Source: an optimization exercise on an open RTL-to-GDS flow (aim: small area, a short achievable clock period and few clock cycles per item). Production flows keep margins and buffers that such runs may drop.
In this exercise RTL edits were held to simulation tests only and were not proved equivalent to the original.

==> trial 61: inputs <==
// psn_xts_enc
module psn_xts_enc (
    input  wire         clk,
    input  wire         rst_n,
    input  wire         key_we,
    input  wire         key_sel,
    input  wire [2:0]   key_idx,
    input  wire [31:0]  key_word,
    input  wire         in_valid,
    output wire         in_ready,
    input  wire         in_first,     
    input  wire [31:0]  in_unit,      
    input  wire [127:0] in_data,
    output wire         out_valid,
    input  wire         out_ready,
    output wire [127:0] out_data
);
    function [7:0] rcon;
        input [3:0] g;    
        begin
            case (g[3:1])
                3'd1: rcon = 8'h01;  3'd2: rcon = 8'h02;  3'd3: rcon = 8'h04;
                3'd4: rcon = 8'h08;  3'd5: rcon = 8'h10;  3'd6: rcon = 8'h20;
                3'd7: rcon = 8'h40;  default: rcon = 8'h80;
            endcase
        end
    endfunction
    function [127:0] key_grp;
        input [127:0] x;
        input [31:0]  t;
        input [3:0]   g;
        reg   [31:0]  u, w0, w1, w2, w3;
        begin
            u  = g[0] ? t : (t ^ {24'd0, rcon(g)});
            w0 = x[31:0]   ^ u;
            w1 = x[63:32]  ^ w0;
            w2 = x[95:64]  ^ w1;
            w3 = x[127:96] ^ w2;
            key_grp = {w3, w2, w1, w0};
        end
    endfunction
    function [127:0] mul_alpha;
        input [127:0] t;
        begin
            mul_alpha = {t[126:0], 1'b0} ^ (t[127] ? 128'h87 : 128'h0);
        end
    endfunction
    reg          kw_we, kw_sel;
    reg  [15:0]  kw_en;         
    reg  [31:0]  kw_word;
    always @(posedge clk) begin
        if (!rst_n) begin
            kw_we <= 1'b0;
            kw_en <= 16'd0;
        end else begin
            kw_we <= key_we;
            kw_en <= key_we ? (16'd1 << {key_sel, key_idx}) : 16'd0;
        end
        kw_sel  <= key_sel;
        kw_word <= key_word;
    end
    wire kw_k1 = kw_we && !kw_sel;
    reg [255:0] k1, k2;
    integer kw;
  ...
clock: 10.0 ns
lec_check: 0
abc_area: 1
cap_margin: 20
core_margin: 2
core_utilization: 35
place_density: 0.5
slew_margin: 20
tns_end_percent: 5
standard.sh (not shown) runs the stock make flow with config.mk's settings and CLKGATE_MAP_FILE= SYNTH_SCRIPT=/design/flow/synth_recipe.tcl, a recipe that flattens the netlist after the stock synthesis.
==> flow/flow/run.sh <==
#!/bin/bash
# The standard layout (standard.sh), with these changes:
# - Yosys's ABC technology mapping uses an area-oriented script (map -a, then ABC's
#   buffering and sizing) instead of ORFS's abc_area.script. Registers are mapped before
#   ABC runs, so they are the standard synthesis's registers, same names and cells.
# - the port buffers are sky130_fd_sc_hd__buf_4 (every port still gets a buffer);
# - global routing keeps more of met1 free (flow/fastroute.tcl);
# - repair_timing aims at 6.4 ns of setup slack (SETUP_SLACK_MARGIN), so it keeps
#   improving paths longer than 3.6 ns. The clock and all constraints are unchanged.
# Each make step's full log is in orfs/logs/; make's own output is in flow_make.log.
set -euo pipefail
W=$(pwd)
mkdir -p "$W/scripts_abc"
cp -r "$FLOW_HOME/scripts/." "$W/scripts_abc/"
cp "$W/flow/abc_area.script" "$W/scripts_abc/abc_area.script"
EXTRA="SCRIPTS_DIR=$W/scripts_abc ABC_AREA=1 SETUP_SLACK_MARGIN=6.4 FASTROUTE_TCL=$W/flow/fastroute.tcl 'BUFFER_PORTS_ARGS=-buffer_cell sky130_fd_sc_hd__buf_4'"
sed "s|^make -C |make $EXTRA -C |" standard.sh > "$W/standard_abc.sh"
grep -q "SCRIPTS_DIR=$W/scripts_abc" "$W/standard_abc.sh"
bash "$W/standard_abc.sh" > "$W/flow_make.log" 2>&1
==> flow/flow/abc_area.script <==
strash
dch
map -a
topo
stime -c
buffer -c
upsize -c
dnsize -c
==> flow/flow/fastroute.tcl <==
# sky130hd's fastroute.tcl, with met1's global-routing capacity cut further (0.5 instead
# of 0.2) so that fewer signal wires use met1, where the cells' pins are reached.
set_global_routing_layer_adjustment $::env(MIN_ROUTING_LAYER)-$::env(MAX_ROUTING_LAYER) 0.2
set_global_routing_layer_adjustment met1 0.5

set_routing_layers -clock $::env(MIN_CLK_ROUTING_LAYER)-$::env(MAX_ROUTING_LAYER)
set_routing_layers -signal $::env(MIN_ROUTING_LAYER)-$::env(MAX_ROUTING_LAYER)
==> inputs of build 24, as changes to trial 61 <==
CORE_UTILIZATION = 40   (was 35)
PLACE_DENSITY = 0.56   (was 0.5)
==> comparison <==
Build 24 reached the layout checks and failed them: antenna rules. Trial 61 finished clean. Clock skew: trial 61 is higher than build 24 (0.030 ns). Between build 24 and trial 61, the lower sequential share of layout area is in build 24 (gap 0.25 points). Against trial 61, the global-route usage of build 24 is higher by 3.9 points. Of trial 61 and build 24, trial 61 has the higher die area (gap 14%, measured against build 24). Of build 24 and trial 61, trial 61 has the higher cell count (gap 2.8%, measured against trial 61).
Testbench counts of trial 61, summed over its fixed seeds: cycles 4,428, blocks 2,048.
Testbench counts of build 24, summed over its fixed seeds: cycles 4,428, blocks 2,048.

[what the ideal ports hide]
The flow's constraints put no driver on any port. The routed layouts listed below were extracted and timed again, unchanged, in two steps.
Step 1: set_driving_cell puts a clkbuf_16 on clk and a buf_2 on each other input, an assumption about the parent block.
Step 2 moves the port delays by t, midway between the first and last clock arrival at a register: inputs arrive t later, outputs are due t later. That takes back most of the time a late clock gives input paths.
Slacks: no drivers / after step 1 / after step 2; pairs: no drivers / after step 1.
run | t, ns | setup slack, ns | worst hold slack (ns)
trial 61 | 1.349 | 5.742 / 5.679 / 5.408 | 0.416 / 0.416 / 0.416
build 24 | 1.320 | 5.752 / 5.752 / 5.243 | 0.416 / 0.416 / 0.416
For build 24, which loses most, drivers alone change the setup slack by 0.000 ns; drivers and shift together by -0.509 ns.
